Context: an optimization exercise on an open-source flow, tuned for small area and a short achievable clock period. The choices shown serve that exercise and are no tape-out recipe.
At most, simulation tests tie the RTL to the original design; equivalence was not proved.
No activity file was given, so power comes from the tool's default toggle rates.

== the baseline ==
## capu
module capu (
    input  wire        clk,
    input  wire [31:0] cur,           
    input  wire [31:0] w1,            
    input  wire [31:0] disp,          
    input  wire [1:0]  size,          
    output wire [33:0] base,          
    output wire [33:0] top,
    output wire [33:0] rep_lo,
    output wire [33:0] rep_hi,
    output wire [33:0] addr,          
    output wire        in_bounds,     
    output wire        rep_ok,        
    input  wire [32:0] b0,            
    input  wire [32:0] t0,
    output wire [4:0]  enc_e,
    output wire [9:0]  enc_b,
    output wire [9:0]  enc_t,
    output wire [32:0] enc_base,
    output wire [32:0] enc_top
);
Size in the first run: roughly 3300 cells after synthesis, roughly 430 I/O pins.
clock: 18.0 ns
lec_check: 0
abc_area: 1
cap_margin: 30
core_margin: 2
core_utilization: 40
slew_margin: 30
standard.sh (not shown) runs the stock make flow with config.mk's settings and CLKGATE_MAP_FILE= SYNTH_SCRIPT=/design/flow/synth_recipe.tcl, a recipe that flattens the netlist after the stock synthesis.
==> flow/flow/run.sh <==
#!/bin/bash
# Standard layout, with buf_1 port buffers and the setup repair aiming for
# 10 ns of slack.
set -euo pipefail
bash standard.sh "BUFFER_PORTS_ARGS=-buffer_cell sky130_fd_sc_hd__buf_1" SETUP_SLACK_MARGIN=10 finish > layout.log 2>&1
Here is what was changed in the inputs of the candidate compared with the baseline.
-- flow/design.v --
<<< the baseline, line 32
    wire [31:0] bmg = {22'd0, bm} << e;
    wire [31:0] tmg = {22'd0, tm} << e;
    wire [9:0] cpos;
    capu_win u_cp (.x({1'b0, cur}), .e(e), .y(cpos));
    wire kb  = ~is22 & (sealed ? (cpos < {w1[26:20], 3'b000}) : (cpos < w1[26:17]));
    wire tlt = (tm < bm);
    wire ktp = is22 ? (tm == 10'd0) : (tlt & ~kb);    
>>> the candidate, line 32
    wire [31:0] bmg = {22'd0, bm} << e;
    wire [31:0] tmg = {22'd0, tm} << e;
    wire kb  = ~is22 & ((cur & lm) < bmg);
    wire tlt = (tm < bm);
    wire ktp = is22 ? (tm == 10'd0) : (tlt & ~kb);    
<<< the baseline, line 144
    output wire [N-1:0] o
);
    localparam LG = (N <= 2) ? 1 : (N <= 4) ? 2 : (N <= 8) ? 3 : (N <= 16) ? 4 : (N <= 32) ? 5 : 6;
    wire [N-1:0] gg [0:2*LG];
    wire [N-1:0] pp [0:2*LG];
>>> the candidate, line 142
    output wire [N-1:0] o
);
    localparam LG = $clog2(N);
    wire [N-1:0] gg [0:2*LG];
    wire [N-1:0] pp [0:2*LG];
## What came out
The candidate against the baseline: met1 routed wirelength after detailed routing grew by 2.9 mm, post-synthesis mux area share held steady, combinational power share grew by 0.2 points, full die area grew by about 1.3%, share of the core filled with cells held steady.
The total power divided by cell area of the candidate exceeds that of the baseline by 3.3%.
After detailed routing, the baseline needs less wire than the candidate.
The candidate vs the baseline, cell internal power dissipation went up by 2.4%.
Relative to the baseline, first-iteration DRC count increased by about 7% in the candidate.
The candidate has area added between synthesis and finish above what the baseline had.
The candidate reports its worst setup path category as primary input to register while the baseline reports register to output port.
The baseline reports its highest routed metal layer as met5 while the candidate reports met4.
No functional check of the RTL was part of the candidate.

========
The RTL this note starts from:
==> flow/design.v <==
module capu (
    input  wire        clk,
    input  wire [31:0] cur,           
    input  wire [31:0] w1,            
    input  wire [31:0] disp,          
    input  wire [1:0]  size,          
    output wire [33:0] base,          
    output wire [33:0] top,
    output wire [33:0] rep_lo,
    output wire [33:0] rep_hi,
    output wire [33:0] addr,          
    output wire        in_bounds,     
    output wire        rep_ok,        
    input  wire [32:0] b0,            
    input  wire [32:0] t0,
    output wire [4:0]  enc_e,
    output wire [9:0]  enc_b,
    output wire [9:0]  enc_t,
    output wire [32:0] enc_base,
    output wire [32:0] enc_top
);
    integer i;
    wire [4:0] e      = w1[31:27];
    wire       sealed = w1[6];
    wire [9:0] bm     = sealed ? {w1[26:20], 3'b000} : w1[26:17];
    wire [9:0] tm     = sealed ? {w1[19:13], 3'b000} : w1[16:7];
    wire       is22   = (e == 5'd22);
    reg [31:0] lm;                        
    always @(*)
        for (i = 0; i < 32; i = i + 1)
            lm[i] = (i < e + 10);
    wire [31:0] bmg = {22'd0, bm} << e;
    wire [31:0] tmg = {22'd0, tm} << e;
    wire [9:0] cpos;
    capu_win u_cp (.x({1'b0, cur}), .e(e), .y(cpos));
    wire kb  = ~is22 & (sealed ? (cpos < {w1[26:20], 3'b000}) : (cpos < w1[26:17]));
    wire tlt = (tm < bm);
    wire ktp = is22 ? (tm == 10'd0) : (tlt & ~kb);    
    wire ktn = ~is22 & ~tlt & kb;                     
    wire [31:0] hu = cur | lm;            
    wire [31:0] hv = cur & ~lm;           
    wire [31:0] pa, po;                   
    capu_pfx #(32) u_pa (.g({31'd0, hu[0]}), .p(hu), .o(pa));
    capu_pfx #(32) u_po (.g(hv), .p({32{1'b1}}), .o(po));
    wire [32:0] ci  = {pa, 1'b1} & ~{1'b0, lm};
    wire [32:0] bi  = ~{po, 1'b0} & ~{1'b0, lm};
    wire [32:0] hh  = {1'b0, hv};
    wire [32:0] b33 = (hh ^ ({33{kb}} & bi)) | {1'b0, bmg};
    wire [32:0] r33 = (hh ^ ({33{~kb}} & ci)) | {1'b0, bmg};
    wire [32:0] t33 = (hh ^ (({33{ktp}} & ci) | ({33{ktn}} & bi))) | {1'b0, tmg};
    wire [33:0] a;                        
    capu_add #(34) u_a (.x({2'b00, cur}), .y({{2{disp[31]}}, disp}), .ci(1'b0), .s(a));
    reg [32:0] base_r, rh_r;
    reg [33:0] top_r, a_r;
    reg [1:0]  sz_r;
    reg        is22_r;
    always @(posedge clk) begin
        base_r <= b33;
        top_r  <= {ktn & bi[32], t33};
        rh_r   <= {r33[32], r33[31:0] & ~{32{r33[32]}}};    
        a_r    <= a;
        sz_r   <= size;
        is22_r <= is22;
    end
    wire [33:0] b_v = {base_r[32], base_r};
    wire ge_b = $signed(a_r) >= $signed(b_v);
    wire lt_r = $signed(a_r) < $signed({1'b0, rh_r});
    wire [2:0]  sm1 = (3'd1 << sz_r) - 3'd1;
    wire [34:0] xa  = {a_r[33], a_r};
    wire [34:0] xt  = ~{top_r[33], top_r};
    wire [34:0] xs  = {32'd0, sm1};
    wire [34:0] cs  = xa ^ xt ^ xs;
    wire [35:0] cc  = {(xa & xt) | (xa & xs) | (xt & xs), 1'b1};
    wire [34:0] cy;
    capu_pfs #(35) u_t (.g({cs[34:1] & cc[34:1], (cs[0] & cc[0])}), .p(cs ^ cc[34:0]), .o(cy));
    wire lt_t = cs[34] ^ cc[34] ^ cy[33];
    assign base      = b_v;
    assign rep_lo    = is22_r ? 34'd0 : b_v;
    assign top       = top_r;
    assign rep_hi    = {1'b0, rh_r};
    assign addr      = a_r;
    assign in_bounds = ge_b & lt_t;
    assign rep_ok    = (is22_r ? ~a_r[33] : ge_b) & lt_r;
    wire [32:0] l;
    capu_adds #(33) u_l (.x(t0), .y(~b0), .ci(1'b1), .s(l));
    wire [32:0] bw = l ^ t0 ^ b0;         
    wire [32:0] tor;                      
    capu_pfx #(33) u_st (.g(t0), .p({33{1'b1}}), .o(tor));
    wire [32:0] st = {tor[31:0], 1'b0};   
    reg  [32:0] lr;
    wire [32:0] lorr;
    always @(*)
        for (i = 0; i < 33; i = i + 1)
            lr[i] = l[32 - i];
    capu_pfs #(33) u_lo (.g(lr), .p({33{1'b1}}), .o(lorr));
    reg  [33:0] lor;                      
    always @(*) begin
        lor[33] = 1'b0;
        for (i = 0; i < 33; i = i + 1)
            lor[i] = lorr[32 - i];
    end
    reg [21:0] xm;
    reg [8:0]  w;
    always @(*)
        for (i = 0; i < 22; i = i + 1) begin
            w     = l[i+8 -: 9];          
            xm[i] = lor[i+10] | (l[i+9] &
                    ((&w[8:6] & (|w[5:0] | bw[i] | st[i])) |
                     (&w[8:7] & ~w[6] & &w[5:0] & bw[i] & st[i])));
        end
    reg [32:0] b0_r, tm1_r;
    reg [21:0] em_r;
    always @(posedge clk) begin
        b0_r  <= b0;
        tm1_r <= t0 ^ ~st;                
        em_r  <= xm;
    end
    wire [32:0] em = {11'd0, em_r};
    wire [4:0]  xe;                       
    assign xe[4] = em_r[15];
    assign xe[3] = em_r[7] & ~em_r[15];
    assign xe[2] = (em_r[3] & ~em_r[7]) | (em_r[11] & ~em_r[15]) | em_r[19];
    assign xe[1] = (em_r[1] & ~em_r[3]) | (em_r[5] & ~em_r[7]) | (em_r[9] & ~em_r[11]) |
                   (em_r[13] & ~em_r[15]) | (em_r[17] & ~em_r[19]) | em_r[21];
    assign xe[0] = (em_r[0] & ~em_r[1]) | (em_r[2] & ~em_r[3]) | (em_r[4] & ~em_r[5]) |
                   (em_r[6] & ~em_r[7]) | (em_r[8] & ~em_r[9]) | (em_r[10] & ~em_r[11]) |
                   (em_r[12] & ~em_r[13]) | (em_r[14] & ~em_r[15]) | (em_r[16] & ~em_r[17]) |
                   (em_r[18] & ~em_r[19]) | (em_r[20] & ~em_r[21]);
    wire [32:0] ty = tm1_r | em;
    wire [32:0] ta;                       
    capu_pfs #(33) u_ta (.g({32'd0, ty[0]}), .p(ty), .o(ta));
    wire [9:0] wb, wt;
    capu_win u_wb (.x(b0_r), .e(xe), .y(wb));
    capu_win u_wt (.x(tm1_r), .e(xe), .y(wt));
    assign enc_e    = xe;
    assign enc_base = b0_r & ~em;
    assign enc_top  = ty ^ {ta[31:0], 1'b1};
    assign enc_b    = wb;
    assign enc_t    = wt + 10'd1;
endmodule
module capu_pfx #(parameter N = 32) (
    input  wire [N-1:0] g,
    input  wire [N-1:0] p,
    output wire [N-1:0] o
);
    localparam LG = (N <= 2) ? 1 : (N <= 4) ? 2 : (N <= 8) ? 3 : (N <= 16) ? 4 : (N <= 32) ? 5 : 6;
    wire [N-1:0] gg [0:2*LG];
    wire [N-1:0] pp [0:2*LG];
    assign gg[0] = g;
    assign pp[0] = p;
    genvar l, i;
    generate
        for (l = 0; l < LG; l = l + 1) begin : up
            for (i = 0; i < N; i = i + 1) begin : b
                if ((i % (2 << l)) == (2 << l) - 1) begin : n
                    assign gg[l+1][i] = gg[l][i] | (pp[l][i] & gg[l][i-(1<<l)]);
                    assign pp[l+1][i] = pp[l][i] & pp[l][i-(1<<l)];
                end else begin : c
                    assign gg[l+1][i] = gg[l][i];
                    assign pp[l+1][i] = pp[l][i];
                end
            end
        end
        for (l = LG - 2; l >= 0; l = l - 1) begin : dn
            for (i = 0; i < N; i = i + 1) begin : b
                if ((i % (2 << l)) == (1 << l) - 1 && i >= (2 << l)) begin : n
                    assign gg[2*LG-1-l][i] = gg[2*LG-2-l][i] | (pp[2*LG-2-l][i] & gg[2*LG-2-l][i-(1<<l)]);
                    assign pp[2*LG-1-l][i] = pp[2*LG-2-l][i] & pp[2*LG-2-l][i-(1<<l)];
                end else begin : c
                    assign gg[2*LG-1-l][i] = gg[2*LG-2-l][i];
                    assign pp[2*LG-1-l][i] = pp[2*LG-2-l][i];
                end
            end
        end
    endgenerate
    assign o = gg[2*LG-1];
endmodule
module capu_pfs #(parameter N = 32) (
    input  wire [N-1:0] g,
    input  wire [N-1:0] p,
    output wire [N-1:0] o
);
    localparam LG = (N <= 2) ? 1 : (N <= 4) ? 2 : (N <= 8) ? 3 : (N <= 16) ? 4 : (N <= 32) ? 5 : 6;
    wire [N-1:0] gg [0:LG];
    wire [N-1:0] pp [0:LG];
    assign gg[0] = g;
    assign pp[0] = p;
    genvar l, i;
    generate
        for (l = 0; l < LG; l = l + 1) begin : lv
            for (i = 0; i < N; i = i + 1) begin : b
                if ((i >> l) % 2 == 1) begin : n
                    assign gg[l+1][i] = gg[l][i] | (pp[l][i] & gg[l][((i >> l) << l) - 1]);
                    assign pp[l+1][i] = pp[l][i] & pp[l][((i >> l) << l) - 1];
                end else begin : c
                    assign gg[l+1][i] = gg[l][i];
                    assign pp[l+1][i] = pp[l][i];
                end
            end
        end
    endgenerate
    assign o = gg[LG];
endmodule
module capu_adds #(parameter N = 32) (
    input  wire [N-1:0] x,
    input  wire [N-1:0] y,
    input  wire         ci,
    output wire [N-1:0] s
);
    wire [N-1:0] p = x ^ y;
    wire [N-1:0] g = x & y;
    wire [N-1:0] c;
    capu_pfs #(N) u (.g({g[N-1:1], g[0] | (p[0] & ci)}), .p(p), .o(c));
    assign s = p ^ {c[N-2:0], ci};
endmodule
module capu_add #(parameter N = 32) (
    input  wire [N-1:0] x,
    input  wire [N-1:0] y,
    input  wire         ci,
    output wire [N-1:0] s
);
    wire [N-1:0] p = x ^ y;
    wire [N-1:0] g = x & y;
    wire [N-1:0] c;
    capu_pfx #(N) u (.g({g[N-1:1], g[0] | (p[0] & ci)}), .p(p), .o(c));
    assign s = p ^ {c[N-2:0], ci};
endmodule
module capu_win (
    input  wire [32:0] x,
    input  wire [4:0]  e,
    output wire [9:0]  y
);
    wire [24:0] s16 = e[4] ? {8'd0, x[32:16]} : x[24:0];
    wire [16:0] s8  = e[3] ? s16[24:8] : s16[16:0];
    wire [12:0] s4  = e[2] ? s8[16:4]  : s8[12:0];
    wire [10:0] s2  = e[1] ? s4[12:2]  : s4[10:0];
    assign y = e[0] ? s2[10:1] : s2[9:0];
endmodule
export LEC_CHECK = 0
export ABC_AREA = 1
export CAP_MARGIN = 30
export CORE_MARGIN = 2
export CORE_UTILIZATION = 40
export SLEW_MARGIN = 30
create_clock -name core_clock -period 18.0 [get_ports {clk}]
==> flow/flow/run.sh <==
#!/bin/bash
# Standard layout, with buf_1 port buffers and the setup repair aiming for
# 11.5 ns of slack.
set -euo pipefail
bash standard.sh "BUFFER_PORTS_ARGS=-buffer_cell sky130_fd_sc_hd__buf_1" SETUP_SLACK_MARGIN=11.5 finish > layout.log 2>&1
==> next run, changes <==
--- a/flow/design.v
+++ b/flow/design.v
@@ -69,33 +69,33 @@
     wire [34:0] xa  = {a_r[33], a_r};
     wire [34:0] xt  = ~{top_r[33], top_r};
     wire [34:0] xs  = {32'd0, sm1};
     wire [34:0] cs  = xa ^ xt ^ xs;
     wire [35:0] cc  = {(xa & xt) | (xa & xs) | (xt & xs), 1'b1};
     wire [34:0] cy;
-    capu_pfs #(35) u_t (.g({cs[34:1] & cc[34:1], (cs[0] & cc[0])}), .p(cs ^ cc[34:0]), .o(cy));
+    capu_pfx #(35) u_t (.g({cs[34:1] & cc[34:1], (cs[0] & cc[0])}), .p(cs ^ cc[34:0]), .o(cy));
     wire lt_t = cs[34] ^ cc[34] ^ cy[33];
     assign base      = b_v;
     assign rep_lo    = is22_r ? 34'd0 : b_v;
     assign top       = top_r;
     assign rep_hi    = {1'b0, rh_r};
     assign addr      = a_r;
     assign in_bounds = ge_b & lt_t;
     assign rep_ok    = (is22_r ? ~a_r[33] : ge_b) & lt_r;
     wire [32:0] l;
-    capu_adds #(33) u_l (.x(t0), .y(~b0), .ci(1'b1), .s(l));
+    capu_add #(33) u_l (.x(t0), .y(~b0), .ci(1'b1), .s(l));
     wire [32:0] bw = l ^ t0 ^ b0;         
     wire [32:0] tor;                      
     capu_pfx #(33) u_st (.g(t0), .p({33{1'b1}}), .o(tor));
     wire [32:0] st = {tor[31:0], 1'b0};   
     reg  [32:0] lr;
     wire [32:0] lorr;
     always @(*)
         for (i = 0; i < 33; i = i + 1)
             lr[i] = l[32 - i];
-    capu_pfs #(33) u_lo (.g(lr), .p({33{1'b1}}), .o(lorr));
+    capu_pfx #(33) u_lo (.g(lr), .p({33{1'b1}}), .o(lorr));
     reg  [33:0] lor;                      
     always @(*) begin
         lor[33] = 1'b0;
         for (i = 0; i < 33; i = i + 1)
             lor[i] = lorr[32 - i];
     end
@@ -125,13 +125,13 @@
     assign xe[0] = (em_r[0] & ~em_r[1]) | (em_r[2] & ~em_r[3]) | (em_r[4] & ~em_r[5]) |
                    (em_r[6] & ~em_r[7]) | (em_r[8] & ~em_r[9]) | (em_r[10] & ~em_r[11]) |
                    (em_r[12] & ~em_r[13]) | (em_r[14] & ~em_r[15]) | (em_r[16] & ~em_r[17]) |
                    (em_r[18] & ~em_r[19]) | (em_r[20] & ~em_r[21]);
     wire [32:0] ty = tm1_r | em;
     wire [32:0] ta;                       
-    capu_pfs #(33) u_ta (.g({32'd0, ty[0]}), .p(ty), .o(ta));
+    capu_pfx #(33) u_ta (.g({32'd0, ty[0]}), .p(ty), .o(ta));
     wire [9:0] wb, wt;
     capu_win u_wb (.x(b0_r), .e(xe), .y(wb));
     capu_win u_wt (.x(tm1_r), .e(xe), .y(wt));
     assign enc_e    = xe;
     assign enc_base = b0_r & ~em;
     assign enc_top  = ty ^ {ta[31:0], 1'b1};
@@ -172,50 +172,12 @@
                 end
             end
         end
     endgenerate
     assign o = gg[2*LG-1];
 endmodule
-module capu_pfs #(parameter N = 32) (
-    input  wire [N-1:0] g,
-    input  wire [N-1:0] p,
-    output wire [N-1:0] o
-);
-    localparam LG = (N <= 2) ? 1 : (N <= 4) ? 2 : (N <= 8) ? 3 : (N <= 16) ? 4 : (N <= 32) ? 5 : 6;
-    wire [N-1:0] gg [0:LG];
-    wire [N-1:0] pp [0:LG];
-    assign gg[0] = g;
-    assign pp[0] = p;
-    genvar l, i;
-    generate
-        for (l = 0; l < LG; l = l + 1) begin : lv
-            for (i = 0; i < N; i = i + 1) begin : b
-                if ((i >> l) % 2 == 1) begin : n
-                    assign gg[l+1][i] = gg[l][i] | (pp[l][i] & gg[l][((i >> l) << l) - 1]);
-                    assign pp[l+1][i] = pp[l][i] & pp[l][((i >> l) << l) - 1];
-                end else begin : c
-                    assign gg[l+1][i] = gg[l][i];
-                    assign pp[l+1][i] = pp[l][i];
-                end
-            end
-        end
-    endgenerate
-    assign o = gg[LG];
-endmodule
-module capu_adds #(parameter N = 32) (
-    input  wire [N-1:0] x,
-    input  wire [N-1:0] y,
-    input  wire         ci,
-    output wire [N-1:0] s
-);
-    wire [N-1:0] p = x ^ y;
-    wire [N-1:0] g = x & y;
-    wire [N-1:0] c;
-    capu_pfs #(N) u (.g({g[N-1:1], g[0] | (p[0] & ci)}), .p(p), .o(c));
-    assign s = p ^ {c[N-2:0], ci};
-endmodule
 module capu_add #(parameter N = 32) (
     input  wire [N-1:0] x,
     input  wire [N-1:0] y,
     input  wire         ci,
     output wire [N-1:0] s
 );
After rerunning: Synthesized cell count shrinks by about 5.5%; design area shrinks by 3.1%; global-route usage is lower by 0.66 points; via count decreases by 6.6%; combinational power barely changes.
Only the layout flow was run in the first run of this note; the RTL was not checked for function there.

[re-timing with driven ports]
Ports are ideal in the flow. The routed layouts listed here were re-timed in OpenROAD.
Step 1 (the two cells are an assumption about what drives the block):
set clk [get_ports {clk}]
set_driving_cell -lib_cell sky130_fd_sc_hd__clkbuf_16 $clk
set_driving_cell -lib_cell sky130_fd_sc_hd__buf_2 [delete_from_list [all_inputs] $clk]
Step 2 adds t to the input delays and takes it off the output delays; t is the mean of the earliest and latest rising clock arrival at the registers after step 1. Input paths then give back, and output paths get back, about the clock's delay inside the block.
a / b / c = ideal / step 1 / step 2; a / b = the first two.
run | shift t [ns] | setup slack, ns | worst setup path after step 2 | worst data-port slew with drivers (ns)
the baseline | 0.619 | 10.312 / 10.252 / 9.747 | input to register | 0.09
the candidate | 0.653 | 10.259 / 10.301 / 9.648 | input to register | 0.10
the first run of note 2 | 0.653 | 10.899 / 10.837 / 10.661 | input to register | 0.12
the second run of note 2 | 0.618 | 11.113 / 11.055 / 10.740 | input to register | 0.10
After both steps every run listed still meets setup and hold. For the candidate, which loses most, drivers alone change the setup slack by +0.042 ns; drivers and shift together by -0.611 ns.
